What follows belongs to an exercise in optimizing a design on an open flow for small area, a short achievable clock period and few clock cycles per item; a production flow would make more cautious choices.
The RTL was checked by simulation tests, not by an equivalence proof against the original design.

## flow/design.v (module list and top-level ports; edited modules follow where they fit)
// module ray_sampler: 2079 lines
module ray_sampler (
    input  wire         clk,
    input  wire         rst,
    input  wire         in_valid,
    output wire         in_ready,
    input  wire         wrap,        
    input  wire [8:0]   nu,          
    input  wire [26:0]  cu,          
    input  wire [31:0]  pos_x,       
    input  wire [31:0]  pos_y,       
    input  wire [127:0] taps,        
    output reg          out_valid,
    output reg  [15:0]  s_out,       
    output reg  [23:0]  cu_out,      
    output reg  [16:0]  x0_out,      
    output reg  [16:0]  y0_out       
);
  // ...
==> flow/flow/run.sh <==
#!/bin/bash
# Own layout flow: the standard ORFS flow (standard.sh, same config.mk,
# SDC and clock period) with these changes:
#  1. Synthesis runs the standard script (synth_recipe.tcl) with Yosys's generic
#     `abc -fast` inside `synth` skipped (-noabc), so the carry-save trees of
#     the RTL reach extract_fa as written instead of being restructured into
#     xnor/inverter forms. Registers, their names, flattening and renaming are
#     those of the standard synthesis.
#  2. Adders use Yosys's own Brent-Kung carry lookahead instead of ORFS's
#     Kogge-Stone extra map (SYNTH_OPERATIONS_ARGS replaces that map; -noshare
#     is already on every synth call, so repeating it changes nothing else).
#  3. buffer_ports puts a sky130_fd_sc_hd__buf_2 on every input and output
#     instead of its default delay buffer.
# make's full output goes to orfs_flow.log here; each ORFS step also writes
# its own log under orfs/logs/.
set -euo pipefail
W=$(pwd)
sed '1s/yosys synth -nofsm -noshare /yosys synth -nofsm -noshare -noabc /' \
    "$W/synth_recipe.tcl" > "$W/own_synth.tcl"
grep -q -- '-noabc' "$W/own_synth.tcl"
bash "$W/standard.sh" "SYNTH_SCRIPT=$W/own_synth.tcl" \
    "SYNTH_OPERATIONS_ARGS=-noshare" \
    "BUFFER_PORTS_ARGS=-buffer_cell sky130_fd_sc_hd__buf_2" finish \
    > "$W/orfs_flow.log" 2>&1
==> flow/standard.sh <==
#!/bin/bash
# synth_recipe.tcl (not shown) runs the flow's synth.tcl, then flattens the netlist and writes it again
# the make line also repeats each setting of config.mk as NAME=value (left out here)
make -C /OpenROAD-flow-scripts/flow DESIGN_CONFIG=/design/flow/config.mk WORK_HOME=/design/flow/orfs CLKGATE_MAP_FILE= SYNTH_SCRIPT=/design/flow/synth_recipe.tcl "${@:-finish}"
==> flow/config.mk <==
export PLATFORM = sky130hd
export DESIGN_NAME = ray_sampler
export DESIGN_NICKNAME = ray_sampler
export VERILOG_FILES = /design/flow/design.v
export SDC_FILE = /design/flow/constraint.sdc
export NUM_CORES = 4
export LEC_CHECK = 0
export CAP_MARGIN = 20
export CORE_MARGIN = 2
export CORE_UTILIZATION = 65
export CTS_CLUSTER_DIAMETER = 100
export CTS_CLUSTER_SIZE = 30
export SLEW_MARGIN = 20
==> flow/constraint.sdc <==
create_clock -name core_clock -period 25.0 [get_ports {clk}]
set_input_delay 5.0000 -clock core_clock [delete_from_list [all_inputs] [get_ports {clk}]]
set_output_delay 5.0000 -clock core_clock [all_outputs]
set_load 0.01 [all_outputs]
==> reports/qor.yml, run 1 <==
outcome: "complete, no violations"
syn-num-nets: 5743
whs_ps: 324
ant_nets: 0
synth_compound_area_share_pct: 4.74
cp_common_cell: "fa_1"
nMultiInputCombCells: 3265
finalCriticalPeriod_ps: 6370
seq_share_pct: 20.5
worstReg2RegStart: "fyn1[1]$_DFF_P_"
synth_commonest_cells: "mux2_2 (1149), fa_1 (918), dfxtp_1 (598)"
cp_top_family: "adder cells"
grt_max_degree: 43
hold_viol_final: 0
grt_pass1_wl_mm: 203
start_util_pct: 65.5
seq_cell_count: 598
io_buffers: 292
coreArea_um2: 83600
worstPathRequired_ps: 25520
nClkBuffers: 30
synth_area_um2: 54800
start_kind: "flip-flop"
grt_use_total_pct: 29.9
clkCellAreaFrac_pct: 1.81
finClkSkew_ps: 25.7
drt-total-wl_mm: 126
layout_common_cells: "mux2_2 (1149), fa_1 (918), dfxtp_1 (595), ha_1 (393), buf_2 (292)"
gr-total-overflow: 0
critPathBufInv: 0
dominant-cell-class: "multi-input combinational cells"
grt_use_met2_pct: 48.2
Testbench counts, summed over its fixed seeds: cycles 24,040, items 24,000.
==> run 2: changes to the inputs <==
--- a/flow/design.v
+++ b/flow/design.v
@@ -17,36 +17,32 @@
 );
     assign in_ready = 1'b1;
     reg         v0;
     reg         wrap0;
     reg [8:0]   nu0;
     reg [26:0]  cu0;
     reg [31:0]  px0, py0;
     reg [127:0] taps0;
-    reg [8:0]   pxn0;       
     always @(posedge clk) begin
         if (rst)
             v0 <= 1'b0;
         else
             v0 <= in_valid;
         wrap0 <= wrap;
         nu0   <= nu;
         cu0   <= cu;
         px0   <= pos_x;
         py0   <= pos_y;
         taps0 <= taps;
-        pxn0  <= ~pos_x[15:7];
     end
     wire [16:0] x0 = {px0[31], px0[31:16]} - {16'd0, ~px0[15]};
     wire [16:0] y0 = {py0[31], py0[31:16]} - {16'd0, ~py0[15]};
     wire [7:0]  fx = {~px0[15], px0[14:8]};
     wire        cx = px0[7];
-    wire [7:0]  fxn = {~pxn0[8], pxn0[7:1]};    
-    wire        cxn = pxn0[0];                  
     wire [23:0] r00, r01, r10, r11;
     wire [15:0] r00_m0 = fx[0] ? taps0[31:16] : taps0[15:0];
     wire [15:0] r00_m1 = fx[1] ? taps0[31:16] : taps0[15:0];
     wire [15:0] r00_m2 = fx[2] ? taps0[31:16] : taps0[15:0];
     wire [15:0] r00_m3 = fx[3] ? taps0[31:16] : taps0[15:0];
     wire [15:0] r00_m4 = fx[4] ? taps0[31:16] : taps0[15:0];
     wire [15:0] r00_m5 = fx[5] ? taps0[31:16] : taps0[15:0];
     wire [15:0] r00_m6 = fx[6] ? taps0[31:16] : taps0[15:0];
@@ -484,25 +480,25 @@
     wire r01_207 = r01_130 ^ r01_166 ^ r01_167;
     wire r01_208 = (r01_130 & r01_166) | (r01_130 & r01_167) | (r01_166 & r01_167);
     wire r01_209 = r01_m6[15] ^ r01_m7[14] ^ r01_168;
     wire r01_210 = (r01_m6[15] & r01_m7[14]) | (r01_m6[15] & r01_168) | (r01_m7[14] & r01_168);
     wire [23:0] r01_a = {1'b0, r01_m7[15], r01_208, r01_206, r01_204, r01_202, r01_200, r01_198, r01_196, r01_194, r01_192, r01_190, r01_188, r01_186, r01_184, r01_182, r01_180, r01_178, r01_176, r01_174, r01_172, r01_170, r01_mc[1], r01_m0[0]};
     wire [23:0] r01_b = {1'b0, r01_210, r01_209, r01_207, r01_205, r01_203, r01_201, r01_199, r01_197, r01_195, r01_193, r01_191, r01_189, r01_187, r01_185, r01_183, r01_181, r01_179, r01_177, r01_175, r01_173, r01_171, r01_169, r01_mc[0]};
     wire [23:0] r01_s = r01_a + r01_b;
     assign r01 = r01_s[23:0];
-    wire [15:0] r10_m0 = fxn[0] ? taps0[79:64] : taps0[95:80];
-    wire [15:0] r10_m1 = fxn[1] ? taps0[79:64] : taps0[95:80];
-    wire [15:0] r10_m2 = fxn[2] ? taps0[79:64] : taps0[95:80];
-    wire [15:0] r10_m3 = fxn[3] ? taps0[79:64] : taps0[95:80];
-    wire [15:0] r10_m4 = fxn[4] ? taps0[79:64] : taps0[95:80];
-    wire [15:0] r10_m5 = fxn[5] ? taps0[79:64] : taps0[95:80];
-    wire [15:0] r10_m6 = fxn[6] ? taps0[79:64] : taps0[95:80];
-    wire [15:0] r10_m7 = fxn[7] ? taps0[79:64] : taps0[95:80];
-    wire [15:0] r10_mc = cxn ? taps0[79:64] : taps0[95:80];
+    wire [15:0] r10_m0 = fx[0] ? taps0[95:80] : taps0[79:64];
+    wire [15:0] r10_m1 = fx[1] ? taps0[95:80] : taps0[79:64];
+    wire [15:0] r10_m2 = fx[2] ? taps0[95:80] : taps0[79:64];
+    wire [15:0] r10_m3 = fx[3] ? taps0[95:80] : taps0[79:64];
+    wire [15:0] r10_m4 = fx[4] ? taps0[95:80] : taps0[79:64];
+    wire [15:0] r10_m5 = fx[5] ? taps0[95:80] : taps0[79:64];
+    wire [15:0] r10_m6 = fx[6] ? taps0[95:80] : taps0[79:64];
+    wire [15:0] r10_m7 = fx[7] ? taps0[95:80] : taps0[79:64];
+    wire [15:0] r10_mc = cx ? taps0[95:80] : taps0[79:64];
     wire r10_1 = r10_m0[5] ^ r10_m1[4];
     wire r10_2 = r10_m0[5] & r10_m1[4];
     wire r10_3 = r10_m0[6] ^ r10_m1[5] ^ r10_m2[4];
     wire r10_4 = (r10_m0[6] & r10_m1[5]) | (r10_m0[6] & r10_m2[4]) | (r10_m1[5] & r10_m2[4]);
     wire r10_5 = r10_m3[3] ^ r10_m4[2];
     wire r10_6 = r10_m3[3] & r10_m4[2];
     wire r10_7 = r10_m0[7] ^ r10_m1[6] ^ r10_m2[5];
     wire r10_8 = (r10_m0[7] & r10_m1[6]) | (r10_m0[7] & r10_m2[5]) | (r10_m1[6] & r10_m2[5]);
@@ -707,25 +703,25 @@
     wire r10_207 = r10_130 ^ r10_166 ^ r10_167;
     wire r10_208 = (r10_130 & r10_166) | (r10_130 & r10_167) | (r10_166 & r10_167);
     wire r10_209 = r10_m6[15] ^ r10_m7[14] ^ r10_168;
     wire r10_210 = (r10_m6[15] & r10_m7[14]) | (r10_m6[15] & r10_168) | (r10_m7[14] & r10_168);
     wire [23:0] r10_a = {1'b0, r10_m7[15], r10_208, r10_206, r10_204, r10_202, r10_200, r10_198, r10_196, r10_194, r10_192, r10_190, r10_188, r10_186, r10_184, r10_182, r10_180, r10_178, r10_176, r10_174, r10_172, r10_170, r10_mc[1], r10_m0[0]};
     wire [23:0] r10_b = {1'b0, r10_210, r10_209, r10_207, r10_205, r10_203, r10_201, r10_199, r10_197, r10_195, r10_193, r10_191, r10_189, r10_187, r10_185, r10_183, r10_181, r10_179, r10_177, r10_175, r10_173, r10_171, r10_169, r10_mc[0]};
     wire [23:0] r10_s = r10_a + r10_b;
     assign r10 = r10_s[23:0];
-    wire [15:0] r11_m0 = fxn[0] ? taps0[111:96] : taps0[127:112];
-    wire [15:0] r11_m1 = fxn[1] ? taps0[111:96] : taps0[127:112];
-    wire [15:0] r11_m2 = fxn[2] ? taps0[111:96] : taps0[127:112];
-    wire [15:0] r11_m3 = fxn[3] ? taps0[111:96] : taps0[127:112];
-    wire [15:0] r11_m4 = fxn[4] ? taps0[111:96] : taps0[127:112];
-    wire [15:0] r11_m5 = fxn[5] ? taps0[111:96] : taps0[127:112];
-    wire [15:0] r11_m6 = fxn[6] ? taps0[111:96] : taps0[127:112];
-    wire [15:0] r11_m7 = fxn[7] ? taps0[111:96] : taps0[127:112];
-    wire [15:0] r11_mc = cxn ? taps0[111:96] : taps0[127:112];
+    wire [15:0] r11_m0 = fx[0] ? taps0[127:112] : taps0[111:96];
+    wire [15:0] r11_m1 = fx[1] ? taps0[127:112] : taps0[111:96];
+    wire [15:0] r11_m2 = fx[2] ? taps0[127:112] : taps0[111:96];
+    wire [15:0] r11_m3 = fx[3] ? taps0[127:112] : taps0[111:96];
+    wire [15:0] r11_m4 = fx[4] ? taps0[127:112] : taps0[111:96];
+    wire [15:0] r11_m5 = fx[5] ? taps0[127:112] : taps0[111:96];
+    wire [15:0] r11_m6 = fx[6] ? taps0[127:112] : taps0[111:96];
+    wire [15:0] r11_m7 = fx[7] ? taps0[127:112] : taps0[111:96];
+    wire [15:0] r11_mc = cx ? taps0[127:112] : taps0[111:96];
     wire r11_1 = r11_m0[5] ^ r11_m1[4];
     wire r11_2 = r11_m0[5] & r11_m1[4];
     wire r11_3 = r11_m0[6] ^ r11_m1[5] ^ r11_m2[4];
     wire r11_4 = (r11_m0[6] & r11_m1[5]) | (r11_m0[6] & r11_m2[4]) | (r11_m1[5] & r11_m2[4]);
     wire r11_5 = r11_m3[3] ^ r11_m4[2];
     wire r11_6 = r11_m3[3] & r11_m4[2];
     wire r11_7 = r11_m0[7] ^ r11_m1[6] ^ r11_m2[5];
     wire r11_8 = (r11_m0[7] & r11_m1[6]) | (r11_m0[7] & r11_m2[5]) | (r11_m1[6] & r11_m2[5]);
@@ -973,36 +969,32 @@
     wire [4:0] mb_d3 = {1'b0, mb_t} - {1'b0, mb_k3};
     wire        mb_g3 = !mb_d3[4] && mb_f3;
     wire [3:0] mb = mb_g3 ? mb_d3[3:0] : mb_g2 ? mb_d2[3:0]
                      : mb_g1 ? mb_d1[3:0] : mb_t[3:0];
     reg         v1;
     reg [16:0]  x01, y01;
     reg [7:0]   fy1;
     reg         cy1;
-    reg [7:0]   fyn1;     
-    reg         cyn1;
     reg [23:0]  r001, r011, r101, r111;
     reg         wrap1, neg1;
     reg [15:0]  frac1;
     reg [3:0]   mb1;
     reg [5:0]   mu1;
     reg [8:0]   n1;       
     reg [9:0]   n31;      
     always @(posedge clk) begin
         if (rst)
             v1 <= 1'b0;
         else
             v1 <= v0;
         x01    <= x0;
         y01    <= y0;
         fy1    <= {~py0[15], py0[14:8]};
         cy1    <= py0[7];
-        fyn1   <= {py0[15], ~py0[14:8]};
-        cyn1   <= ~py0[7];
         r001   <= r00;
         r011   <= r01;
         r101   <= r10;
         r111   <= r11;
         wrap1  <= wrap0;
         neg1   <= c_neg;
         frac1  <= wrap0 ? cu0[15:0] : cl_frac;
         mb1    <= mb;
@@ -1373,25 +1365,25 @@
     wire b0_351 = b0_238 ^ b0_292 ^ b0_293;
     wire b0_352 = (b0_238 & b0_292) | (b0_238 & b0_293) | (b0_292 & b0_293);
     wire b0_353 = b0_m7[23] ^ b0_294;
     wire b0_354 = b0_m7[23] & b0_294;
     wire [31:0] b0_a = {b0_354, b0_352, b0_350, b0_348, b0_346, b0_344, b0_342, b0_340, b0_338, b0_336, b0_334, b0_332, b0_330, b0_328, b0_326, b0_324, b0_322, b0_320, b0_318, b0_316, b0_314, b0_312, b0_310, b0_308, b0_306, b0_304, b0_302, b0_300, b0_298, b0_296, b0_mc[1], b0_m0[0]};
     wire [31:0] b0_b = {1'b0, b0_353, b0_351, b0_349, b0_347, b0_345, b0_343, b0_341, b0_339, b0_337, b0_335, b0_333, b0_331, b0_329, b0_327, b0_325, b0_323, b0_321, b0_319, b0_317, b0_315, b0_313, b0_311, b0_309, b0_307, b0_305, b0_303, b0_301, b0_299, b0_297, b0_295, b0_mc[0]};
     wire [31:0] b0_s = b0_a + b0_b;
     assign b0 = b0_s[31:16];
-    wire [23:0] b1_m0 = fyn1[0] ? r101 : r111;
-    wire [23:0] b1_m1 = fyn1[1] ? r101 : r111;
-    wire [23:0] b1_m2 = fyn1[2] ? r101 : r111;
-    wire [23:0] b1_m3 = fyn1[3] ? r101 : r111;
-    wire [23:0] b1_m4 = fyn1[4] ? r101 : r111;
-    wire [23:0] b1_m5 = fyn1[5] ? r101 : r111;
-    wire [23:0] b1_m6 = fyn1[6] ? r101 : r111;
-    wire [23:0] b1_m7 = fyn1[7] ? r101 : r111;
-    wire [23:0] b1_mc = cyn1 ? r101 : r111;
+    wire [23:0] b1_m0 = fy1[0] ? r111 : r101;
+    wire [23:0] b1_m1 = fy1[1] ? r111 : r101;
+    wire [23:0] b1_m2 = fy1[2] ? r111 : r101;
+    wire [23:0] b1_m3 = fy1[3] ? r111 : r101;
+    wire [23:0] b1_m4 = fy1[4] ? r111 : r101;
+    wire [23:0] b1_m5 = fy1[5] ? r111 : r101;
+    wire [23:0] b1_m6 = fy1[6] ? r111 : r101;
+    wire [23:0] b1_m7 = fy1[7] ? r111 : r101;
+    wire [23:0] b1_mc = cy1 ? r111 : r101;
     wire b1_1 = b1_m0[15] ^ b1_m1[14];
     wire b1_2 = b1_m0[15] & b1_m1[14];
     wire b1_3 = b1_m0[16] ^ b1_m1[15];
     wire b1_4 = b1_m0[16] & b1_m1[15];
     wire b1_5 = b1_m0[17] ^ b1_m1[16];
     wire b1_6 = b1_m0[17] & b1_m1[16];
     wire b1_7 = b1_m0[18] ^ b1_m1[17];
     wire b1_8 = b1_m0[18] & b1_m1[17];
==> flow/flow/run.sh (replaced) <==
#!/bin/bash
# Own layout flow: the standard ORFS flow with two changes.
#  1. Synthesis: the standard synthesis script, except that Yosys's generic
#     `abc -fast` inside `synth` is skipped (-noabc), so the carry-save trees
#     of the RTL reach extract_fa intact instead of being restructured into
#     xnor/inverter forms. Registers, names, flattening and renaming are the
#     standard ones (same script otherwise).
#  3. Timing repair after CTS and global routing aims for SETUP_MARGIN ns
#     of setup slack (ORFS's SETUP_SLACK_MARGIN), so the resizer shortens the
#     longest register-to-register paths; the constraints stay the design's.
#  4. Adders: Yosys's own Brent-Kung carry lookahead instead of ORFS's
#     Kogge-Stone extra map (SYNTH_OPERATIONS_ARGS replaces that map; -noshare
#     is already on every synth call).
#  2. Port buffers: buffer_ports inserts sky130_fd_sc_hd__buf_2 cells on every
#     input and output instead of its default delay buffer.
set -euo pipefail
W=$(pwd)
sed '1s/yosys synth -nofsm -noshare /yosys synth -nofsm -noshare -noabc /' \
    "$W/synth_recipe.tcl" > "$W/own_synth.tcl"
grep -q -- '-noabc' "$W/own_synth.tcl"
bash "$W/standard.sh" "SYNTH_SCRIPT=$W/own_synth.tcl" \
    "BUFFER_PORTS_ARGS=-buffer_cell sky130_fd_sc_hd__buf_2" \
    "SETUP_SLACK_MARGIN=18.8" "SYNTH_OPERATIONS_ARGS=-noshare" finish \
    > "$W/orfs_flow.log" 2>&1
==> run 2 against run 1 <==
Compared with the run above: still clean on timing, DRC and antenna; global-route usage is 0.32 points higher; register-to-register slack improved by 350 ps; hold slack got worse by 1.4 ps; final cell count decreased by 0.25%; core utilization is 1.2 points higher; critical path depth fell by 15; setup slack improved by 300 ps; clock skew up 11 ps; maximum frequency grew 5.0%; synthesized cell count shrank 0.88%; highest routed layer is now met4.
==> reports/qor.yml, run 2 <==
outcome: "complete, no violations"  # unchanged
cts_hold_buf: 0  # unchanged
setup_viol: 0  # unchanged
finClkSkew_ps: 36.9  # was 25.7 ps
nets: 5937  # was 5941
coreArea_um2: 82400  # was 83600 µm²
syn_to_final_growth_pct: 7.84  # was 6.46%
ys_dominant_reg_cell: "dfxtp_1"  # unchanged
ff2ff_setup_slack_ps: 18980  # was 18630 ps
drc: 0  # unchanged
met1_usage_pct: 41.1  # was 43.4%
largest_registers: "taps0: 128 flops, cu0: 27 flops"  # unchanged
drtIter0Drc: 1916  # was 1738
worstSkewPairLatency_ps: 600  # was 670 ps
grt_pass1_wl_mm: 204  # was 203 mm
relSlewSlack_pct: 30.9  # was 30.4%
viasPerCell: 6.10  # was 6.02
cp_data_arrival_time_ps: 1070  # was 6890 ps
critPathBufInv: 1  # was 0
grt_pass1_vias: 37017  # was 36.3k
cts_max_path_buffers: 3  # unchanged
finalCriticalPeriod_ps: 6070  # was 6370 ps
die_x_um: 293  # was 294 µm
maxSlewViolCount: 0  # unchanged
start_kind: "flip-flop"  # unchanged
largest_register_ffs: 128  # unchanged
synth_area_um2: 54200  # was 54800 µm²
grt_max_degree: 64  # was 43
numCtsBuffers: 34  # was 30
synthTopCellsByArea: "fa_1 (34%), mux2_2 (24%), dfxtp_1 (21%)"  # was fa_1 (34%), mux2_2 (24%), dfxtp_1 (22%)
regMostFlops: "taps0"  # unchanged
h-tree-depth: 2  # was 1
gp_congestion: 0.871  # was 0.887
cpPeakStageDelay_ps: 340  # was 870 ps
worstPathRequired_ps: 20000  # was 25520 ps
drt_pass1_iterations: 5  # unchanged
grt_use_met2_pct: 49.9  # was 48.2%
cts-root-buf: "clkbuf_16"  # unchanged
fmax_mhz: 165  # was 157 MHz
io_buffers: 292  # unchanged
fin_tns_setup_ps: 0  # unchanged
cap_violations: 0  # unchanged
met3_usage_pct: 6.41  # was 4.43%
gr-total-overflow: 0  # unchanged
drt-total-wl_mm: 128  # was 126 mm
ys_ff_latch: 580  # was 598
final_common_cell: "mux2_2"  # unchanged
async_reset_ff_share_pct: 0  # unchanged
layout_common_cells: "mux2_2 (1146), fa_1 (918), dfxtp_1 (561), ha_1 (393), buf_2 (292)"  # was mux2_2 (1149), fa_1 (918), dfxtp_1 (595), ha_1 (393), buf_2 (292)
synth_edf_count: 0  # unchanged
yosysMostFrequentCell: "mux2_2"  # unchanged
synth_commonest_cells: "mux2_2 (1146), fa_1 (918), dfxtp_1 (580)"  # was mux2_2 (1149), fa_1 (918), dfxtp_1 (598)
criticalPathCategory: "flip-flop to output pin"  # was flip-flop to flip-flop
boundaryPins: 308  # unchanged
grt_setup_unrepaired: "yes"  # was no
post_drt_wl_per_cell_um: 23.3  # was 23.0 µm
cp-end-kind: "output pin"  # was flip-flop
final.fill_count: 5998  # was 6160
synth_cell_types: 62  # was 73
start_util_pct: 65.8  # was 65.5%
cts_tree: "yes"  # unchanged
syn-num-nets: 5706  # was 5743
grt-busiest-layer: "met2"  # unchanged
cp_top_family: "flip-flops"  # was adder cells
ant_nets: 0  # unchanged
synth.yosys.seq_area_share_pct: 21.4  # was 21.9%
fin_crit_sh_pct: 24.3  # was 25.5%
die_area_um2: 85700  # was 86600 µm²
worst-path-max-fanout: 1  # was 24
cp_slowest_cell: "dfxtp_1"  # was dfxtp_2
cts.sink_count: 580  # was 598
clk_pin_slew_worst_paths_ps: 100  # about the same
antenna_found_initial: 2  # was 6
final_core_utilization_pct: 70.9  # was 69.8%
worst_pin_slew_ps: 1030  # was 1040 ps
hold_viol_final: 0  # unchanged
hpwlAfterDp_mm: 92.7  # was 94.3 mm
min_path_type: "flip-flop to flip-flop"  # unchanged
grt_use_total_pct: 30.2  # was 29.9%
yosys_warnings: 1  # unchanged
num_vias: 33460  # was 33.1k
crit_chain: "buf_2"  # was mux2_2 -> fa_1 -> fa_1 -> fa_1 -> fa_1 -> ha_1 -> a21oi_1 -> o21ai_0 -> a41o_1 -> o311ai_0 -> o31ai_1 -> o31a_1 -> a21boi_0 -> o21ai_0 -> fa_1 -> xor2_1
die_h_um: 293  # was 294 µm
drive_above_1_share_pct: 35.7  # was 35.2%
synth_top_cell_area_share_pct: 33.9  # was 33.6%
whs_ps: 322  # was 324 ps
synth_top_cell_by_area: "fa_1"  # unchanged
placementRows: 105  # was 106
syn-instance-count: 4163  # was 4200
syn-mean-instance-area_um2: 13.0  # about the same
[run 2: cell types whose count changed after synthesis, moves of 8 or more]
| cell | delta |
|---|---|
| buf_1 | -38 |
| nor3_1 | +8 |
| nand2_1 | +11 |
| dfxtp_1 | -18 |
| o21ai_0 | +16 |
| inv_1 | -15 |
| clkbuf_1 | +26 |
[run 2: stage by stage]
step | area [µm²] | setup WS, ps | cells
after global placement | 56600 | 18210 | 5400
after global routing | 58400 | 18640 | 5484
after floorplan | 54200 | 19300 | 4163
after CTS | 58000 | 18800 | 5458
after detailed placement | 56600 | 18140 | 5400
final | 58400 | 18930 | 5484
[run 2: path summary, 6_finish.rpt]
path                            cells past startpoint                end         startpoint
worst max register to register                     18   r001[21]$_DFF_P_     px0[7]$_DFF_P_
worst max-delay path                                1          x0_out[1]  x0_out[1]$_DFF_P_
worst min register to register                      0  x0_out[0]$_DFF_P_     x02[0]$_DFF_P_
worst min-delay path                                0  x0_out[0]$_DFF_P_     x02[0]$_DFF_P_
[run 2: cells by family (layout without fill, tap and decap cells)]
kind of cell | after synthesis | after routing | synth area share (%)
flops | 580 | 580 | 21.4
other cells | 1 | 2 | 0.00692
buf+inv | 305 | 555 | 2.13
simple gates | 298 | 298 | 2.75
mux | 1158 | 1158 | 24.0
compound gates | 386 | 386 | 4.65
fa+ha+maj | 1311 | 1311 | 43.0
xor+xnor | 124 | 124 | 2.00
[run 2: cell type report]
type	count	area, µm²	area share (%)
Antenna cell	1	2.50	0.00428
Clock buffer	37	883	1.51
Clock inverter	18	289	0.495
Inverter	156	586	1.00
Multi-Input combinational cell	3278	41500	70.9
Sequential cell	580	11700	20.0
Tap cell	1070	1340	2.29
Timing Repair Buffer	344	2220	3.81
[run 2: repair_timing]
action	CTS	global route
gates cloned	0	5
setup endpoints to repair	26	22
gates resized for setup	40	33
setup buffers	3	20
pin swaps	0	1
[run 2: per-layer routing]
metal | share of wire [%] | routed length (µm) | up-vias
met3 | 6.8 | 8670 | 172
met2 | 48 | 60800 | 998
met5 | 0 | 0 | -
met4 | 2.4 | 3010 | 0
li1 | - | - | 14998
met1 | 43 | 55500 | 17292
[run 2: worst register-to-register path, cell delays in order (launching register included)]
cell and delay, ps:
dfxtp_4 500, buf_12 310, mux2_2 440, fa_1 450, fa_1 400, fa_1 550
fa_1 460, ha_1 320, and4_1 240, and2_1 170, o21ai_0 220, nand3_1 130
a31o_2 300, a21o_1 170, a21o_1 200, a21boi_1 180, inv_1 80, fa_1 420
xor2_2 330
Testbench counts of run 2, summed over its fixed seeds: cycles 24,040, items 24,000.
==> run 3: changes to the inputs <==
--- a/flow/config.mk
+++ b/flow/config.mk
@@ -8,5 +8,5 @@
 export CAP_MARGIN = 20
 export CORE_MARGIN = 2
-export CORE_UTILIZATION = 65
+export CORE_UTILIZATION = 80
 export CTS_CLUSTER_DIAMETER = 100
 export CTS_CLUSTER_SIZE = 30
==> run 3 against run 2 <==
Compared with the run above: sequential share of layout area grew 0.14 points; clock-buffer cell count fell by 6; synthesized area did not move; maximum frequency decreased by 2.0%; die area shrank 19%; sequential cell count unchanged; critical endpoint is now x0_out[3]; largest cell class unchanged; highest routed layer is now met5.
==> reports/qor.yml, run 3 <==
cap_violations: 0  # unchanged
ant_nets: 0  # unchanged
drc: 0  # unchanged
drt_pass1_iterations: 5  # unchanged
dpl-instance-area_um2: 56400  # was 56600 µm²
cp_slowest_cell: "dfxtp_1"  # unchanged
placementRows: 95  # was 105
gr-total-overflow: 0  # unchanged
yosysMostFrequentCell: "mux2_2"  # unchanged
synthTopCellsByArea: "fa_1 (34%), mux2_2 (24%), dfxtp_1 (21%)"  # unchanged
die_area_um2: 69800  # was 85700 µm²
drtIter0Drc: 2653  # was 1916
hold_viol_final: 0  # unchanged
final_common_cell: "mux2_2"  # unchanged
synth_commonest_cells: "mux2_2 (1146), fa_1 (918), dfxtp_1 (580)"  # unchanged
regMostFlops: "taps0"  # unchanged
ys_ff_latch: 580  # unchanged
start_kind: "flip-flop"  # unchanged
yosys_warnings: 1  # unchanged
cp-end-kind: "output pin"  # unchanged
setup_viol: 0  # unchanged
coreArea_um2: 67200  # was 82400 µm²
finalCriticalPeriod_ps: 6190  # was 6070 ps
hpwlAfterDp_mm: 93.5  # was 92.7 mm
nets: 5921  # was 5937
min_path_type: "flip-flop to flip-flop"  # unchanged
boundaryPins: 308  # unchanged
cts_max_path_buffers: 3  # unchanged
fin_tns_setup_ps: 0  # unchanged
cts-root-buf: "clkbuf_16"  # unchanged
critPathBufInv: 1  # unchanged
worstSkewPairLatency_ps: 680  # was 600 ps
fin_area_um2: 58000  # was 58400 µm²
synth_cell_types: 62  # unchanged
start_util_pct: 80.7  # was 65.8%
synth_edf_count: 0  # unchanged
async_reset_ff_share_pct: 0  # unchanged
numCtsBuffers: 29  # was 34
largest_register_ffs: 128  # unchanged
h-tree-depth: 1  # was 2
grt_pass1_wl_mm: 211  # was 204 mm
antenna_found_initial: 10  # was 2
drt-total-wl_mm: 136  # was 128 mm
largest_registers: "taps0: 128 flops, cu0: 27 flops"  # unchanged
criticalPathCategory: "flip-flop to output pin"  # unchanged
grt_pass1_vias: 39259  # was 37.0k
worst-path-max-fanout: 1  # unchanged
finClkSkew_ps: 28.0  # was 36.9 ps
cpPeakStageDelay_ps: 360  # was 340 ps
cts_hold_buf: 0  # unchanged
ys_dominant_reg_cell: "dfxtp_1"  # unchanged
drive_above_1_share_pct: 35.6  # was 35.7%
grt_use_total_pct: 38.4  # was 30.2%
syn_to_final_growth_pct: 7.07  # was 7.84%
fmax_mhz: 162  # was 165 MHz
num_vias: 35232  # was 33.5k
cp_top_family: "flip-flops"  # unchanged
grt_setup_unrepaired: "yes"  # unchanged
cts_tree: "yes"  # unchanged
outcome: "complete, no violations"  # unchanged
syn-mean-instance-area_um2: 13.0  # unchanged
synth_top_cell_area_share_pct: 33.9  # unchanged
syn-instance-count: 4163  # unchanged
layout_common_cells: "mux2_2 (1146), fa_1 (918), dfxtp_1 (557), ha_1 (393), buf_2 (292)"  # was mux2_2 (1146), fa_1 (918), dfxtp_1 (561), ha_1 (393), buf_2 (292)
die_h_um: 264  # was 293 µm
fin_crit_sh_pct: 24.8  # was 24.3%
io_buffers: 292  # unchanged
grt_max_degree: 57  # was 64
clk_pin_slew_worst_paths_ps: 110  # was 100 ps
viasPerCell: 6.68  # was 6.10
synth_top_cell_by_area: "fa_1"  # unchanged
synth_area_um2: 54200  # unchanged
crit_chain: "buf_2"  # unchanged
syn-num-nets: 5706  # unchanged
gp_congestion: 0.921  # was 0.871
die_x_um: 264  # was 293 µm
synth.yosys.seq_area_share_pct: 21.4  # unchanged
post_drt_wl_per_cell_um: 25.8  # was 23.3 µm
cp_data_arrival_time_ps: 1190  # was 1070 ps
cts.sink_count: 580  # unchanged
maxSlewViolCount: 0  # unchanged
worst_pin_slew_ps: 1040  # was 1030 ps
worstPathRequired_ps: 20000  # about the same
relSlewSlack_pct: 30.3  # was 30.9%
run 3: final cells by class:
cell class,count,area [µm²]
Multi-Input combinational cell,3278,41500
Sequential cell,580,11700
Fill cell,3307,9140
Timing Repair Buffer,333,2180
Tap cell,873,1090
Clock buffer,31,743
Inverter,156,586
Clock inverter,16,285
Antenna cell,5,12.5
run 3: path summary, 6_finish.rpt:
check	startpoint	end	slack (ps)	depth (start not counted)
min reg2reg	y02[12]$_DFF_P_	y0_out[12]$_DFF_P_	320	0
max	x0_out[3]$_DFF_P_	x0_out[3]	18810	1
min	y02[12]$_DFF_P_	y0_out[12]$_DFF_P_	320	0
max reg2reg	px0[12]$_DFF_P_	r001[21]$_DFF_P_	18890	18
run 3: timing repair:
action                                  CTS  global route
endpoints found under the setup margin   23            24
gates resized for setup                  36            52
gates cloned                              0             7
buffers inserted                          2            11
run 3: logic make-up after synthesis:
kind of cell | count (synthesis) | synth area share [%]
muxes | 1158 | 24.0
and+or+nand+nor | 298 | 2.75
AOI/OAI and AO/OA | 386 | 4.65
other | 1 | 0.00692
xor gates and xnor gates | 124 | 2.00
adders and majority gates | 1311 | 43.0
buffers and inverters | 305 | 2.13
DFF | 580 | 21.4
run 3: metal layers:
layer | global-route usage, % | up-vias | routed length (µm)
met5 | 0 | - | 41
met4 | 13.5 | 6 | 4970
met3 | 7.90 | 420 | 12600
met2 | 65.1 | 1974 | 67500
met1 | 49.2 | 17885 | 50900
li1 | - | 14947 | -
run 3: through the flow:
stage	utilization (%)	hold WS, ps	cells	setup slack [ps]
after global routing	86.4	319	5271	18730
after detailed placement	83.9	312	5200	18340
final	86.4	319	5272	18810
after global placement	83.9	310	5200	18410
after floorplan	-	310	4163	19300
after CTS	85.7	325	5249	18790
==> run 4: changes to the inputs <==
--- a/flow/config.mk
+++ b/flow/config.mk
@@ -8,6 +8,7 @@
 export CAP_MARGIN = 20
 export CORE_MARGIN = 2
-export CORE_UTILIZATION = 80
-export CTS_CLUSTER_DIAMETER = 100
+export CORE_UTILIZATION = 70
+export CTS_CLUSTER_DIAMETER = 60
 export CTS_CLUSTER_SIZE = 30
+export PLACE_DENSITY = 0.8
 export SLEW_MARGIN = 20
==> run 4 against run 3 <==
Compared with the run above: synthesized cell count is the same; sequential share of layout area decreased by 0.49 points; global-route usage is 5.8 points lower; first-iteration DRC count shrank 21%; synthesized area unchanged; maximum frequency is 0.56% higher; clock-buffer cell count up 22; critical path depth stayed put; final cell count rose by 4.5%; critical path type unchanged; critical endpoint is now cu_out[17].
==> reports/qor.yml, run 4 <==
outcome: "complete, no violations"  # unchanged
worstReg2RegStart: "px0[7]$_DFF_P_"  # was px0[12]$_DFF_P_
whs_ps: 325  # was 319 ps
criticalPathCategory: "flip-flop to output pin"  # unchanged
syn-instance-count: 4163  # unchanged
worstPathRequired_ps: 20000  # about the same
cts.sink_count: 580  # unchanged
cp_slowest_cell: "dfxtp_4"  # was dfxtp_1
fin_tns_setup_ps: 0  # unchanged
final_common_cell: "mux2_2"  # unchanged
gr-total-overflow: 0  # unchanged
synth_top_cell_area_share_pct: 33.9  # unchanged
startpoint: "cu_out[17]$_DFF_P_"  # was x0_out[3]$_DFF_P_
clk_pin_slew_worst_paths_ps: 90  # was 110 ps
cpPeakStageDelay_ps: 380  # was 360 ps
relSlewSlack_pct: 31.5  # was 30.3%
h-tree-depth: 2  # was 1
drt_pass1_iterations: 5  # unchanged
gp_congestion: 0.907  # was 0.921
layout_common_cells: "mux2_2 (1146), fa_1 (918), dfxtp_1 (559), ha_1 (393), buf_2 (292)"  # was mux2_2 (1146), fa_1 (918), dfxtp_1 (557), ha_1 (393), buf_2 (292)
synth_cell_types: 62  # unchanged
worst-path-max-fanout: 1  # unchanged
largest_registers: "taps0: 128 flops, cu0: 27 flops"  # unchanged
grt_use_total_pct: 32.5  # was 38.4%
synth_edf_count: 0  # unchanged
ant_nets: 0  # unchanged
nets: 5966  # was 5921
grt_setup_unrepaired: "yes"  # unchanged
final_core_utilization_pct: 77.2  # was 86.4%
cts_hold_buf: 0  # unchanged
async_reset_ff_share_pct: 0  # unchanged
ff2ff_setup_slack_ps: 18980  # was 18890 ps
synthTopCellsByArea: "fa_1 (34%), mux2_2 (24%), dfxtp_1 (21%)"  # unchanged
hold_start: "py0[13]$_DFF_P_"  # was y02[12]$_DFF_P_
synth_area_um2: 54200  # unchanged
synth_commonest_cells: "mux2_2 (1146), fa_1 (918), dfxtp_1 (580)"  # unchanged
num_vias: 34407  # was 35.2k
worst_pin_slew_ps: 1030  # was 1040 ps
boundaryPins: 308  # unchanged
yosys_warnings: 1  # unchanged
cp_top_family: "flip-flops"  # unchanged
cts-root-buf: "clkbuf_16"  # unchanged
worstSkewPairLatency_ps: 660  # was 680 ps
die_area_um2: 79700  # was 69800 µm²
crit_chain: "buf_2"  # unchanged
drc: 0  # unchanged
whs_path_depth: 0  # unchanged
r2r_cells: 18  # unchanged
critPathBufInv: 1  # unchanged
hold_viol_final: 0  # unchanged
maxSlewViolCount: 0  # unchanged
syn-num-nets: 5706  # unchanged
die_x_um: 282  # was 264 µm
min_delay_worst_endpoint: "fy1[5]$_DFF_P_"  # was y0_out[12]$_DFF_P_
setup_viol: 0  # unchanged
finClkSkew_ps: 48.2  # was 28.0 ps
largest_register_ffs: 128  # unchanged
cts_max_path_buffers: 3  # unchanged
io_buffers: 292  # unchanged
syn-mean-instance-area_um2: 13.0  # unchanged
coreArea_um2: 77100  # was 67200 µm²
cp_data_arrival_time_ps: 1150  # was 1190 ps
min_path_type: "flip-flop to flip-flop"  # unchanged
cap_violations: 0  # unchanged
die_h_um: 282  # was 264 µm
yosysMostFrequentCell: "mux2_2"  # unchanged
drt-total-wl_mm: 129  # was 136 mm
grt_max_degree: 55  # was 57
start_kind: "flip-flop"  # unchanged
ys_ff_latch: 580  # unchanged
syn_to_final_growth_pct: 9.84  # was 7.07%
cts_tree: "yes"  # unchanged
synth_top_cell_by_area: "fa_1"  # unchanged
regMostFlops: "taps0"  # unchanged
ys_dominant_reg_cell: "dfxtp_1"  # unchanged
antenna_found_initial: 3  # was 10
hpwlAfterDp_mm: 91.7  # was 93.5 mm
viasPerCell: 6.25  # was 6.68
drtIter0Drc: 2108  # was 2653
rr_endpoint: "r011[21]$_DFF_P_"  # was r001[21]$_DFF_P_
drive_above_1_share_pct: 36.5  # was 35.6%
fmax_mhz: 162  # about the same
synth.yosys.seq_area_share_pct: 21.4  # unchanged
start_util_pct: 70.3  # was 80.7%
placementRows: 102  # was 95
numCtsBuffers: 50  # was 29
grt_pass1_wl_mm: 204  # was 211 mm
fin_crit_sh_pct: 24.6  # was 24.8%
post_drt_wl_per_cell_um: 23.4  # was 25.8 µm
finalCriticalPeriod_ps: 6150  # was 6190 ps
grt_pass1_vias: 38077  # was 39.3k
cp-end-kind: "output pin"  # unchanged
run 4: area by class of cell:
type | instances | area, µm²
repair buffers | 357 | 2400
well taps | 1040 | 1300
diodes | 3 | 7.51
clock buffers | 53 | 1280
multi-input cells | 3278 | 41400
flip-flops and latches | 580 | 11700
inverters | 156 | 586
clock inverters | 40 | 825
fillers | 4860 | 17600
run 4: kinds of logic (layout without fill, tap and decap cells):
group / after synthesis / count (layout) / synth area share (%)
flip-flops: 580 / 580 / 21.4
buffers and inverters: 305 / 606 / 2.13
multiplexers: 1158 / 1158 / 24.0
XOR/XNOR: 124 / 124 / 2.00
AO/OA/AOI/OAI: 386 / 386 / 4.65
other: 1 / 4 / 0.00692
AND/OR/NAND/NOR: 298 / 298 / 2.75
adder cells (fa/ha/maj): 1311 / 1311 / 43.0
run 4: repair_timing:
action	CTS	global route
endpoints found under the setup margin	29	22
buffers inserted	2	34
cloned	0	7
resized for setup	49	38
pin swaps	1	0
run 4: stage by stage:
| stage | instances | instance area (µm²) | worst slack, ps |
|---|---|---|---|
| after floorplan | 4163 | 54200 | 19300 |
| after global placement | 5368 | 56600 | 18340 |
| after detailed placement | 5368 | 56600 | 18240 |
| after CTS | 5463 | 58900 | 18770 |
| after global routing | 5506 | 59500 | 18770 |
| final | 5507 | 59500 | 18850 |
run 4: worst max path at each step:
stage                                  end  slack (ps)  depth (start not counted)
after floorplan            b02[15]$_DFF_P_       19300                         19
after global placement    r001[21]$_DFF_P_       18340                         18
after detailed placement  r001[21]$_DFF_P_       18240                         18
after CTS                 r001[21]$_DFF_P_       18770                         18
after global routing      r001[21]$_DFF_P_       18770                         19
final                           cu_out[17]       18850                          1
run 4: metal layers:
metal / GRT usage, % / part of all wire [%] / wire (µm) / vias to the layer above
li1: - / - / - / 15075
met1: 43.8 / 41 / 53000 / 17768
met2: 54.2 / 49 / 63000 / 1321
met3: 6.05 / 7.3 / 9470 / 241
met4: 9.32 / 2.8 / 3650 / 2
met5: 0 / 0.010 / 13 / -
==> run 5: changes to the inputs <==
==> flow/flow/run.sh (replaced) <==
#!/bin/bash
# Own layout flow: the standard ORFS flow (standard.sh, same config.mk,
# SDC and clock period) with these changes:
#  1. Synthesis runs the standard script (synth_recipe.tcl) with Yosys's generic
#     `abc -fast` inside `synth` skipped (-noabc), so the carry-save trees of
#     the RTL reach extract_fa as written instead of being restructured into
#     xnor/inverter forms. Registers, their names, flattening and renaming are
#     those of the standard synthesis.
#  2. Adders use Yosys's own Brent-Kung carry lookahead instead of ORFS's
#     Kogge-Stone extra map (SYNTH_OPERATIONS_ARGS replaces that map; -noshare
#     is already on every synth call, so repeating it changes nothing else).
#  3. buffer_ports puts a sky130_fd_sc_hd__buf_2 on every input and output
#     instead of its default delay buffer.
#  4. The resizer's timing repair after CTS and global routing aims for
#     SETUP_SLACK_MARGIN ns of setup slack, so it shortens the longest paths;
#     the constraints and the clock period stay the design's.
# make's full output goes to orfs_flow.log here; each ORFS step also writes
# its own log under orfs/logs/.
set -euo pipefail
W=$(pwd)
sed '1s/yosys synth -nofsm -noshare /yosys synth -nofsm -noshare -noabc /' \
    "$W/synth_recipe.tcl" > "$W/own_synth.tcl"
grep -q -- '-noabc' "$W/own_synth.tcl"
bash "$W/standard.sh" "SYNTH_SCRIPT=$W/own_synth.tcl" \
    "SYNTH_OPERATIONS_ARGS=-noshare" \
    "BUFFER_PORTS_ARGS=-buffer_cell sky130_fd_sc_hd__buf_2" \
    "SETUP_SLACK_MARGIN=18.8" \
    "CTS_ARGS=-sink_clustering_enable -repair_clock_nets -sink_clustering_size 30 -sink_clustering_max_diameter 100 -sink_clustering_levels 1" finish \
    > "$W/orfs_flow.log" 2>&1
--- a/flow/config.mk
+++ b/flow/config.mk
@@ -8,7 +8,6 @@
 export CAP_MARGIN = 20
 export CORE_MARGIN = 2
-export CORE_UTILIZATION = 70
-export CTS_CLUSTER_DIAMETER = 60
+export CORE_UTILIZATION = 65
+export CTS_CLUSTER_DIAMETER = 100
 export CTS_CLUSTER_SIZE = 30
-export PLACE_DENSITY = 0.8
 export SLEW_MARGIN = 20
==> run 5 against run 4 <==
Compared with the run above: still clean; setup slack better by 88 ps; clock skew decreased by 11 ps; largest cell class unchanged; global-route usage shrank 2.4 points; sequential cell count unchanged.
==> reports/qor.yml, run 5 <==
place_inst: 5400  # was 5368
cp_data_arrival_time_ps: 1070  # was 1150 ps
num_vias: 33460  # was 34.4k
cpPeakStageDelay_ps: 340  # was 380 ps
layout_common_cells: "mux2_2 (1146), fa_1 (918), dfxtp_1 (561), ha_1 (393), buf_2 (292)"  # was mux2_2 (1146), fa_1 (918), dfxtp_1 (559), ha_1 (393), buf_2 (292)
io_buffers: 292  # unchanged
cap_violations: 0  # unchanged
maxSlewViolCount: 0  # unchanged
crit_chain: "buf_2"  # unchanged
viasPerCell: 6.10  # was 6.25
hold_viol_final: 0  # unchanged
cts_tree: "yes"  # unchanged
cts_hold_buf: 0  # unchanged
cts.sink_count: 580  # unchanged
syn-mean-instance-area_um2: 13.0  # unchanged
die_x_um: 293  # was 282 µm
fmax_mhz: 165  # was 162 MHz
relSlewSlack_pct: 30.9  # was 31.5%
start_util_pct: 65.8  # was 70.3%
synth_top_cell_area_share_pct: 33.9  # unchanged
coreArea_um2: 82400  # was 77100 µm²
final.fill_count: 5998  # was 4860
worstPathRequired_ps: 20000  # about the same
outcome: "complete, no violations"  # unchanged
yosys_warnings: 1  # unchanged
grt_pass1_wl_mm: 204  # about the same
fin_crit_sh_pct: 24.3  # was 24.6%
ys_ff_latch: 580  # unchanged
nets: 5937  # was 5966
drtIter0Drc: 1916  # was 2108
synth.yosys.seq_area_share_pct: 21.4  # unchanged
criticalPathCategory: "flip-flop to output pin"  # unchanged
instances_no_fill: 5484  # was 5507
grt_pass1_vias: 37017  # was 38.1k
drive_above_1_share_pct: 35.7  # was 36.5%
min_path_type: "flip-flop to flip-flop"  # unchanged
hpwlAfterDp_mm: 92.7  # was 91.7 mm
cts_max_path_buffers: 3  # unchanged
worst-path-max-fanout: 1  # unchanged
cts-root-buf: "clkbuf_16"  # unchanged
gr-total-overflow: 0  # unchanged
whs_ps: 322  # was 325 ps
grt_setup_unrepaired: "yes"  # unchanged
numCtsBuffers: 34  # was 50
gp_congestion: 0.871  # was 0.907
drc: 0  # unchanged
worstSkewPairLatency_ps: 600  # was 660 ps
synth_top_cell_by_area: "fa_1"  # unchanged
worstReg2RegStart: "px0[7]$_DFF_P_"  # unchanged
grt_max_degree: 64  # was 55
drt_pass1_iterations: 5  # unchanged
synth_commonest_cells: "mux2_2 (1146), fa_1 (918), dfxtp_1 (580)"  # unchanged
setup_viol: 0  # unchanged
syn_to_final_growth_pct: 7.84  # was 9.84%
grt_use_total_pct: 30.2  # was 32.5%
synth_cell_types: 62  # unchanged
post_drt_wl_per_cell_um: 23.3  # was 23.4 µm
cp-end-kind: "output pin"  # unchanged
async_reset_ff_share_pct: 0  # unchanged
start_kind: "flip-flop"  # unchanged
synth_area_um2: 54200  # unchanged
cp_top_family: "flip-flops"  # unchanged
synth_edf_count: 0  # unchanged
ys_dominant_reg_cell: "dfxtp_1"  # unchanged
finClkSkew_ps: 36.9  # was 48.2 ps
ant_nets: 0  # unchanged
drt-total-wl_mm: 128  # was 129 mm
startpoint: "x0_out[1]$_DFF_P_"  # was cu_out[17]$_DFF_P_
synthTopCellsByArea: "fa_1 (34%), mux2_2 (24%), dfxtp_1 (21%)"  # unchanged
yosysMostFrequentCell: "mux2_2"  # unchanged
hold_start: "x02[0]$_DFF_P_"  # was py0[13]$_DFF_P_
fin_tns_setup_ps: 0  # unchanged
final_common_cell: "mux2_2"  # unchanged
clk_pin_slew_worst_paths_ps: 100  # was 90 ps
critPathBufInv: 1  # unchanged
regMostFlops: "taps0"  # unchanged
syn-instance-count: 4163  # unchanged
worst_pin_slew_ps: 1030  # about the same
largest_register_ffs: 128  # unchanged
h-tree-depth: 2  # unchanged
boundaryPins: 308  # unchanged
largest_registers: "taps0: 128 flops, cu0: 27 flops"  # unchanged
cp_slowest_cell: "dfxtp_1"  # was dfxtp_4
finalCriticalPeriod_ps: 6070  # was 6150 ps
antenna_found_initial: 2  # was 3
die_area_um2: 85700  # was 79700 µm²
placementRows: 105  # was 102
die_h_um: 293  # was 282 µm
syn-num-nets: 5706  # unchanged
-- run 5: cell counts after synthesis --
No cell type changed its count.
-- run 5: final cells by class --
type	instances	area [µm²]	share of cell area, %
flip-flops and latches	580	11700	20.0
inverters	156	586	1.00
repair buffers	344	2220	3.81
clock buffers	37	883	1.51
well taps	1070	1340	2.29
diodes	1	2.50	0.00428
clock inverters	18	289	0.495
multi-input cells	3278	41500	70.9
-- run 5: path summary, 6_finish.rpt --
path | endpoint | slack (ps) | cells past startpoint
setup / recovery | x0_out[1] | 18930 | 1
hold / removal | x0_out[0]$_DFF_P_ | 320 | 0
setup reg to reg | r001[21]$_DFF_P_ | 18980 | 18
hold reg to reg | x0_out[0]$_DFF_P_ | 320 | 0
-- run 5: repair_timing --
item / CTS / global route
resized for setup: 40 / 33
buffers inserted: 3 / 20
pin swaps: 0 / 1
hold endpoints to repair: 0 / 0
setup endpoints to repair: 26 / 22
cloned: 0 / 5
-- run 5: per-layer routing --
layer | share of wire [%] | GRT usage [%] | wire length, µm
met1 | 43 | 41.1 | 55500
met2 | 48 | 49.9 | 60800
met3 | 6.8 | 6.41 | 8670
met4 | 2.4 | 7.08 | 3010
met5 | 0 | 0 | 0
-- run 5: cell families (layout without fill, tap and decap cells) --
logic type	after synthesis	after routing	share of synthesized area, %
simple gates	298	298	2.75
compound gates	386	386	4.65
other cells	1	2	0.00692
xor+xnor	124	124	2.00
fa+ha+maj	1311	1311	43.0
flops	580	580	21.4
buf+inv	305	555	2.13
mux	1158	1158	24.0
-- run 5: metrics by stage --
stage	util (%)	worst slack, ps	cell area (µm²)
after floorplan	-	19300	54200
after global placement	68.7	18210	56600
after detailed placement	68.7	18140	56600
after CTS	70.4	18800	58000
after global routing	70.9	18640	58400
final	70.9	18930	58400
==> run 6: changes to the inputs <==
--- a/flow/flow/run.sh
+++ b/flow/flow/run.sh
@@ -25,5 +25,4 @@
     "SYNTH_OPERATIONS_ARGS=-noshare" \
     "BUFFER_PORTS_ARGS=-buffer_cell sky130_fd_sc_hd__buf_2" \
-    "SETUP_SLACK_MARGIN=18.8" \
-    "CTS_ARGS=-sink_clustering_enable -repair_clock_nets -sink_clustering_size 30 -sink_clustering_max_diameter 100 -sink_clustering_levels 1" finish \
+    "SETUP_SLACK_MARGIN=18.8" finish \
     > "$W/orfs_flow.log" 2>&1
==> run 6 against run 5 <==
Compared with the run above: still clean on timing, DRC and antenna; register-to-register slack about the same; synthesized cell count unchanged; maximum frequency unchanged; clock skew unchanged; setup slack unchanged; first-iteration DRC count unchanged; non-clock buffer count unchanged; global-route usage unchanged; synthesized area unchanged; core utilization unchanged.
==> reports/qor.yml, run 6 <==
outcome: "complete, no violations"  # unchanged
cp_slowest_cell: "dfxtp_1"  # unchanged
numCtsBuffers: 34  # unchanged
start_util_pct: 65.8  # unchanged
placementRows: 105  # unchanged
grt_use_total_pct: 30.2  # unchanged
clk_pin_slew_worst_paths_ps: 100  # about the same
ant_nets: 0  # unchanged
h-tree-depth: 2  # unchanged
syn_to_final_growth_pct: 7.84  # unchanged
synth_cell_types: 62  # unchanged
ys_ff_latch: 580  # unchanged
cts_tree: "yes"  # unchanged
synth_top_cell_by_area: "fa_1"  # unchanged
hpwlAfterDp_mm: 92.7  # unchanged
nets: 5937  # unchanged
cap_violations: 0  # unchanged
yosys_warnings: 1  # unchanged
ys_dominant_reg_cell: "dfxtp_1"  # unchanged
hold_viol_final: 0  # unchanged
post_drt_wl_per_cell_um: 23.3  # unchanged
crit_chain: "buf_2"  # unchanged
ff2ff_setup_slack_ps: 18980  # about the same
cpPeakStageDelay_ps: 340  # about the same
start_kind: "flip-flop"  # unchanged
drive_above_1_share_pct: 35.7  # unchanged
min_path_type: "flip-flop to flip-flop"  # unchanged
cp_data_arrival_time_ps: 1070  # about the same
viasPerCell: 6.10  # unchanged
syn-instance-count: 4163  # unchanged
relSlewSlack_pct: 30.9  # unchanged
maxSlewViolCount: 0  # unchanged
finClkSkew_ps: 36.9  # unchanged
largest_register_ffs: 128  # unchanged
grt_pass1_wl_mm: 204  # unchanged
drt-total-wl_mm: 128  # unchanged
syn-num-nets: 5706  # unchanged
synth_top_cell_area_share_pct: 33.9  # unchanged
cp-end-kind: "output pin"  # unchanged
die_h_um: 293  # unchanged
synth_area_um2: 54200  # unchanged
largest_registers: "taps0: 128 flops, cu0: 27 flops"  # unchanged
regMostFlops: "taps0"  # unchanged
worstPathRequired_ps: 20000  # about the same
finalCriticalPeriod_ps: 6070  # unchanged
boundaryPins: 308  # unchanged
die_area_um2: 85700  # unchanged
synth_commonest_cells: "mux2_2 (1146), fa_1 (918), dfxtp_1 (580)"  # unchanged
coreArea_um2: 82400  # unchanged
final_common_cell: "mux2_2"  # unchanged
drtIter0Drc: 1916  # unchanged
fmax_mhz: 165  # unchanged
antenna_found_initial: 2  # unchanged
layout_common_cells: "mux2_2 (1146), fa_1 (918), dfxtp_1 (561), ha_1 (393), buf_2 (292)"  # unchanged
gp_congestion: 0.871  # unchanged
die_x_um: 293  # unchanged
fin_crit_sh_pct: 24.3  # unchanged
grt_setup_unrepaired: "yes"  # unchanged
async_reset_ff_share_pct: 0  # unchanged
yosysMostFrequentCell: "mux2_2"  # unchanged
cts-root-buf: "clkbuf_16"  # unchanged
drc: 0  # unchanged
grt_pass1_vias: 37017  # unchanged
worst_pin_slew_ps: 1030  # unchanged
synth_edf_count: 0  # unchanged
grt_max_degree: 64  # unchanged
syn-mean-instance-area_um2: 13.0  # unchanged
synthTopCellsByArea: "fa_1 (34%), mux2_2 (24%), dfxtp_1 (21%)"  # unchanged
io_buffers: 292  # unchanged
criticalPathCategory: "flip-flop to output pin"  # unchanged
cts_hold_buf: 0  # unchanged
cp_top_family: "flip-flops"  # unchanged
num_vias: 33460  # unchanged
synth.yosys.seq_area_share_pct: 21.4  # unchanged
gr-total-overflow: 0  # unchanged
fin_tns_setup_ps: 0  # unchanged
setup_viol: 0  # unchanged
drt_pass1_iterations: 5  # unchanged
critPathBufInv: 1  # unchanged
final.fill_count: 5998  # unchanged
cts.sink_count: 580  # unchanged
cts_max_path_buffers: 3  # unchanged
worst-path-max-fanout: 1  # unchanged
worstSkewPairLatency_ps: 600  # about the same
==> run 6: per-layer routing <==
layer / vias up / track usage, % / routed length [µm]
met4: 0 / 7.08 / 3010
met3: 172 / 6.41 / 8670
met1: 17292 / 41.1 / 55500
met2: 998 / 49.9 / 60800
li1: 14998 / - / -
met5: - / 0 / 0
==> run 6: metrics by stage <==
stage                     worst slack (ps)  cells  utilization, %  instance area (µm²)  hold slack [ps]
after CTS                            18800   5458            70.4                58000              320
final                                18930   5484            70.9                58400              322
after global routing                 18640   5484            70.9                58400              314
after floorplan                      19300   4163               -                54200              310
after global placement               18210   5400            68.7                56600              310
after detailed placement             18140   5400            68.7                56600              312
==> run 6: logic make-up after synthesis <==
group,after synthesis,share of synthesized area (%)
other,1,0.00692
buffers and inverters,305,2.13
AOI/OAI and AO/OA,386,4.65
xor gates and xnor gates,124,2.00
and+or+nand+nor,298,2.75
adders and majority gates,1311,43.0
DFF,580,21.4
muxes,1158,24.0
==> run 6: path summary, 6_finish.rpt <==
kind	startpoint	endpoint	cells past startpoint
setup / recovery	x0_out[1]$_DFF_P_	x0_out[1]	1
setup reg to reg	px0[7]$_DFF_P_	r001[21]$_DFF_P_	18
hold / removal	x02[0]$_DFF_P_	x0_out[0]$_DFF_P_	0
hold reg to reg	x02[0]$_DFF_P_	x0_out[0]$_DFF_P_	0
==> run 6: cell type report <==
class | instances | area (µm²) | area share, %
multi-input combinational | 3278 | 41500 | 70.9
sequential | 580 | 11700 | 20.0
timing repair buffer | 344 | 2220 | 3.81
tap | 1070 | 1340 | 2.29
clock buffer | 37 | 883 | 1.51
inverter | 156 | 586 | 1.00
clock inverter | 18 | 289 | 0.495
antenna | 1 | 2.50 | 0.00428
==> run 6: timing repair <==
action	CTS	global route
pin swaps	0	1
cloned	0	5
buffers inserted	3	20
resized for setup	40	33
setup endpoints to repair	26	22

separate check: timing with driven ports:
Ports are ideal in the flow. The routed layouts listed here were re-timed in OpenROAD. Step 1 assumes that a clkbuf_16 drives the clock port and a buf_2 every other input. Step 2, shift: input delay + t, output delay - t, t = (earliest + latest rising clock arrival at the registers) / 2. This alone moves slack from input paths to output paths. Three values: ideal, step 1, step 2; two values: the first two.
run	t (ns)	slack for setup (ns)	hold slack, ns	worst setup path at the end	pins driven straight from the clock port
run 1	0.726	18.629 / 18.629 / 18.629	0.324 / 0.324 / 0.324	register to register	1
run 2	0.652	18.934 / 18.867 / 18.983	0.322 / 0.322 / 0.322	register to register	1
run 3	0.736	18.811 / 18.743 / 18.892	0.319 / 0.319 / 0.319	register to register	1
run 4	0.700	18.846 / 18.775 / 18.984	0.325 / 0.325 / 0.325	register to register	1
run 5	0.652	18.934 / 18.867 / 18.983	0.322 / 0.322 / 0.322	register to register	1
run 6	0.652	18.934 / 18.867 / 18.983	0.322 / 0.322 / 0.322	register to register	1
After both steps setup and hold are still met in every run listed.
